Context: an optimization exercise on an open-source flow, tuned for small area. The choices shown serve that exercise and are no tape-out recipe. Only simulation tests tie the RTL to the original design; equivalence was not proved. No activity file was given, so power comes from the tool's default toggle rates.

Setup of oak:
==> flow/design.v (excerpt) <==
module pwm3 (
    input  wire        clk,
    input  wire        rst,         
    input  wire        out_en,
    input  wire [3:0]  port_id,     
    input  wire [14:0] half,        
    input  wire [3:0]  dither,      
    input  wire [10:0] dead,        
    input  wire [15:0] duty_u,
    input  wire [15:0] duty_v,
    input  wire [15:0] duty_w,
    input  wire        trip_n,
    output wire        at_valley,
    output wire        at_peak,
    output wire [5:0]  gates,       
    output reg         hw_trip
);
export LEC_CHECK = 0
export ABC_AREA = 1
export CAP_MARGIN = 20
export CORE_MARGIN = 2
export CORE_UTILIZATION = 60
export CTS_BUF_LIST = sky130_fd_sc_hd__clkbuf_8
export CTS_CLUSTER_DIAMETER = 60
export CTS_CLUSTER_SIZE = 14
export PLACE_DENSITY = 0.7
export SLEW_MARGIN = 20
create_clock -name core_clock -period 50.0 [get_ports {clk}]
standard.sh (not shown) runs the stock make flow with config.mk's settings and CLKGATE_MAP_FILE= SYNTH_SCRIPT=/design/flow/synth_recipe.tcl, a recipe that flattens the netlist after the stock synthesis.
==> flow/flow/run.sh <==
#!/bin/bash
# The standard layout (the standard.sh: unchanged synthesis, floorplan,
# placement, CTS and routing), with two changes: the port buffers that global
# placement puts on every input and output are the smallest buffer cell, and
# the clock tree uses clkbuf_8 clusters of at most 14 sinks, without dummy
# loads.
set -euo pipefail
bash standard.sh finish \
    "BUFFER_PORTS_ARGS=-buffer_cell sky130_fd_sc_hd__buf_1" \
    "CTS_ARGS=-sink_clustering_enable -repair_clock_nets -buf_list sky130_fd_sc_hd__clkbuf_8 -sink_clustering_size 14 -sink_clustering_max_diameter 60 -dont_use_dummy_load" \
    > standard_flow.log 2>&1
The final layout from oak, which completed every stage, passed the timing, DRC and antenna checks at the end of the flow.
Input changes introduced in pine (baseline for comparison: oak):
Settings: a deleted CTS_BUF_LIST that had been sky130_fd_sc_hd__clkbuf_8; a deleted CTS_CLUSTER_DIAMETER that had been 60; a change of PLACE_DENSITY from 0.7 to 0.85; a change of CORE_UTILIZATION from 60 to 75; a deleted CTS_CLUSTER_SIZE that had been 14.
==> run notes <==
- After synthesis and placement, the instance count of pine is below that of oak.
- pine against oak: cell area has decreased, wire length has increased, weighted congestion at the end of routability-driven global placement has increased.
- Power ended up about 1.2% lower on pine than on oak.
- Changes observed in pine relative to oak: data arrival time at the worst-slack endpoint saw an increase; ratio of final minimum period to clock period up 0.84 points.
- Taking oak as the reference point, the switching power of pine falls by 1.5%.
- oak -> pine: area share of xor/xnor cells in the synthesized design delta 0, exact match
The inputs of birch differ from those of pine as listed below.
Settings: setting CTS_BUF_LIST to sky130_fd_sc_hd__clkbuf_8 for the first time; changing CORE_UTILIZATION from 75 to 60; changing PLACE_DENSITY from 0.85 to 0.7; setting CTS_CLUSTER_DIAMETER to 60 for the first time; setting CTS_CLUSTER_SIZE to 14 for the first time.
==> flow/flow/run.sh <==
#!/bin/bash
# The standard layout (the standard.sh: unchanged synthesis, floorplan,
# placement, CTS and routing), with two changes: the port buffers that global
# placement puts on every input and output are the smallest buffer cell, and
# the clock tree uses clkbuf_4 clusters of at most 10 sinks, without dummy
# loads.
set -euo pipefail
bash standard.sh finish \
    "BUFFER_PORTS_ARGS=-buffer_cell sky130_fd_sc_hd__buf_1" \
    "CTS_ARGS=-sink_clustering_enable -repair_clock_nets -buf_list sky130_fd_sc_hd__clkbuf_4 -sink_clustering_size 10 -sink_clustering_max_diameter 40 -dont_use_dummy_load" \
    > standard_flow.log 2>&1
- birch vs. pine: fraction of area in non-clock buffers held; final critical-path required period went down 0.43 ns; fmax now larger.
- birch against pine: sequential group share of total power climbed 0.6 points; transition time at the pin with the least slew margin dropped 0.038 ns.
For maple, these inputs were changed with respect to birch:
==> flow/run.sh (new file) <==
#!/bin/bash
# synth_recipe.tcl (not shown) runs the flow's synth.tcl, then flattens the netlist and writes it again
# the make line also repeats each setting of config.mk as NAME=value (left out here)
make -C /OpenROAD-flow-scripts/flow DESIGN_CONFIG=/design/flow/config.mk WORK_HOME=/design/flow/orfs CLKGATE_MAP_FILE= SYNTH_SCRIPT=/design/flow/synth_recipe.tcl finish
removed: flow/flow/run.sh
removed: flow/standard.sh
- Higher total length of routed wires goes to maple over birch.
- Comparing birch and maple, the lower post-place setup slack is on maple.
- Share of total power in combinational logic (maple over birch): decrease, 0.4 points
- Layout clock buffer count delta for maple relative to birch: 34% lower
- Synthesis-to-layout area growth | maple above birch
- Changes observed in maple relative to birch: smallest setup slack after layout fell 0.83 ns; power grew by 14%; final weighted congestion of routability-driven global placement -0.017.


## rev 12
Another version of the RTL of pwm3 (not shown whole).
For scale: ~1400 cells after synthesis, about 280 flip-flops, roughly 0.015 mm2 of cells after synthesis.
Settings: LEC_CHECK=0, CAP_MARGIN=20, CORE_MARGIN=2, CORE_UTILIZATION=60, CTS_BUF_LIST=sky130_fd_sc_hd__clkbuf_2, PLACE_DENSITY=0.7, SLEW_MARGIN=20; clock period 50.0 ns.
run.sh (not shown) runs the stock make flow with config.mk's settings and CLKGATE_MAP_FILE= SYNTH_SCRIPT=/design/flow/synth_recipe.tcl, a recipe that flattens the netlist after the stock synthesis.
Stock flow here: none of the scripts above is used.
Rev 12 completed every stage of the flow, and the final layout passed the timing, DRC and antenna checks.
What rev 13 does differently from rev 12 at the input level:
Settings: clearing CTS_BUF_LIST, which used to be sky130_fd_sc_hd__clkbuf_2; swapping 60 for 40 in CORE_UTILIZATION; swapping 0.7 for 0.6 in PLACE_DENSITY.
### Flow results
- Every stage of the flow completed for rev 13, and the final layout passed the timing, DRC and antenna checks.
- Taking rev 12 as the reference, in rev 13 data-path buffer share of cell area in the final layout dropped 0.17 points; growth of design area from synthesis to finish climbed 3.6 points; starting utilization of the core area dropped 21 points; minimum period implied by the final worst setup slack dropped 270 ps; final clock period utilization by the worst path dropped 0.54 points.
- Delta (rev 13 minus rev 12): routed wire length moved up; first-iteration DRC count moved down; die area moved up; highest achievable clock rate moved up.
- Diff rev 13 and rev 12: initial antenna violation count lower in rev 13


Another version of the RTL of pwm3 (not shown whole).
For scale: about 0.014 mm^2 of cells after synthesis.
// pwm3
module pwm3 (
    input  wire        clk,
    input  wire        rst,         
    input  wire        out_en,
    input  wire [3:0]  port_id,     
    input  wire [14:0] half,        
    input  wire [3:0]  dither,      
    input  wire [10:0] dead,        
    input  wire [15:0] duty_u,
    input  wire [15:0] duty_v,
    input  wire [15:0] duty_w,
    input  wire        trip_n,
    output wire        at_valley,
    output wire        at_peak,
    output wire [5:0]  gates,       
    output reg         hw_trip
);
    wire        run = out_en && !rst;
    reg  [15:0] count;             
    reg         down;              
    reg         ext;               
    reg  [15:0] hp;                
    reg  [4:0]  trip_cnt;
    reg         fresh;             
    assign at_valley = run && ext && !down;
    assign at_peak   = run && ext && down;
    wire [16:0] tog;
    wire [15:0] count_n;
    assign tog[0] = 1'b1;
    genvar i;
    generate
        for (i = 0; i < 16; i = i + 1) begin : g_cnt
            assign count_n[i] = count[i] ^ tog[i];
            assign tog[i+1]   = tog[i] & (count[i] ^ down);
        end
    endgenerate
    wire [3:0]  cm1 = count[3:0] - 4'd1;
    wire        win = (count[15:5] == 11'd0) &&
                      (count[4] ? (count[3:0] == 4'd0) : (count[3:0] != 4'd0));
    wire        last = down ? (count == 16'd1) : (!win && count_n == hp);
    wire        first;             
    wire        hbit;              
    pwm_dither u_dither (
        .clk(clk), .run(run), .half(half), .dither(dither), .port_id(port_id),
        .count(count), .cm1(cm1), .down(down), .ext(ext), .win(win),
        .step(last && down), .first(first), .hbit(hbit)
    );
    wire        hb = down ? hbit : hp[0];
    always @(posedge clk) begin
        if (!run) begin
            count <= 16'd0;
            down  <= 1'b0;
            ext   <= 1'b1;
  ...
Settings: LEC_CHECK=0, ABC_AREA=1, CAP_MARGIN=20, CORE_MARGIN=2, CORE_UTILIZATION=60, CTS_BUF_LIST=sky130_fd_sc_hd__clkbuf_16, CTS_CLUSTER_DIAMETER=80, CTS_CLUSTER_SIZE=20, PLACE_DENSITY=0.7, SLEW_MARGIN=20; clock period 50.0 ns.
The starting point completed with no timing, DRC or antenna violations.
Next try:
CTS_BUF_LIST = sky130_fd_sc_hd__clkbuf_8   (was sky130_fd_sc_hd__clkbuf_16)
CTS_CLUSTER_DIAMETER = 60   (was 80)
CTS_CLUSTER_SIZE = 14   (was 20)
After rerunning: The changed run went through all stages and came out clean; final cell count increases by 0.78%; clock power decreases by about 10%; design area drops by about 0.37%; synthesized cell count is unchanged; total power falls by 3.6%; clock skew went up by 6.6 ps.
Next try:
==> flow/flow/run.sh (new file) <==
#!/bin/bash
# The standard layout (the standard.sh, unchanged synthesis, floorplan,
# placement, CTS and routing), with the port buffers that global placement
# inserts on every input and output made from the smallest buffer cell.
set -euo pipefail
bash standard.sh finish "BUFFER_PORTS_ARGS=-buffer_cell sky130_fd_sc_hd__buf_1" > standard_flow.log 2>&1
==> flow/standard.sh (new file) <==
#!/bin/bash
# synth_recipe.tcl (not shown) runs the flow's synth.tcl, then flattens the netlist and writes it again
# the make line also repeats each setting of config.mk as NAME=value (left out here)
make -C /OpenROAD-flow-scripts/flow DESIGN_CONFIG=/design/flow/config.mk WORK_HOME=/design/flow/orfs CLKGATE_MAP_FILE= SYNTH_SCRIPT=/design/flow/synth_recipe.tcl "${@:-finish}"
removed: flow/run.sh
Effect: Sequential share of layout area grows by 1.7 points. Clock-buffer cell count went up by 1. Cell area is lower by 3.8%. Sequential power barely changes.

[afterwards: timing with drivers on the ports]
In the flow no input, the clock included, has a driving cell. The finished layouts below were timed again as built, in two steps. Step 1 (the two cells are an assumption about what drives the block):
set clk [get_ports {clk}]
set_driving_cell -lib_cell sky130_fd_sc_hd__clkbuf_16 $clk
set_driving_cell -lib_cell sky130_fd_sc_hd__buf_2 [delete_from_list [all_inputs] $clk]
Step 2 also shifts input and output timing later by t, the mid clock arrival at the registers, as if the neighbouring blocks saw the same clock. Slacks: no drivers / after step 1 / after step 2; pairs: no drivers / after step 1.
run	shift t [ns]	slack for setup (ns)	worst data-port slew with drivers (ns)	pins driven straight from the clock port
oak	0.584	29.025 / 29.000 / 29.000	0.05	1
pine	0.575	28.604 / 28.578 / 28.578	0.04	1
birch	0.659	29.031 / 29.006 / 29.006	0.05	1
maple	0.619	28.203 / 28.179 / 28.179	0.06	1
rev 12	0.836	28.151 / 28.130 / 28.130	0.04	1
rev 13	0.551	28.422 / 28.398 / 28.398	0.04	1
the first run of note 3	0.546	28.205 / 28.178 / 28.178	0.04	1
the second run of note 3	0.602	28.206 / 28.180 / 28.180	0.04	1
the third run of note 3	0.601	28.993 / 28.969 / 28.969	0.04	1
After both steps every run listed still meets setup and hold. The setup slack of the first run of note 3, which loses most, moves by -0.027 ns with the drivers and by -0.027 ns with both steps.
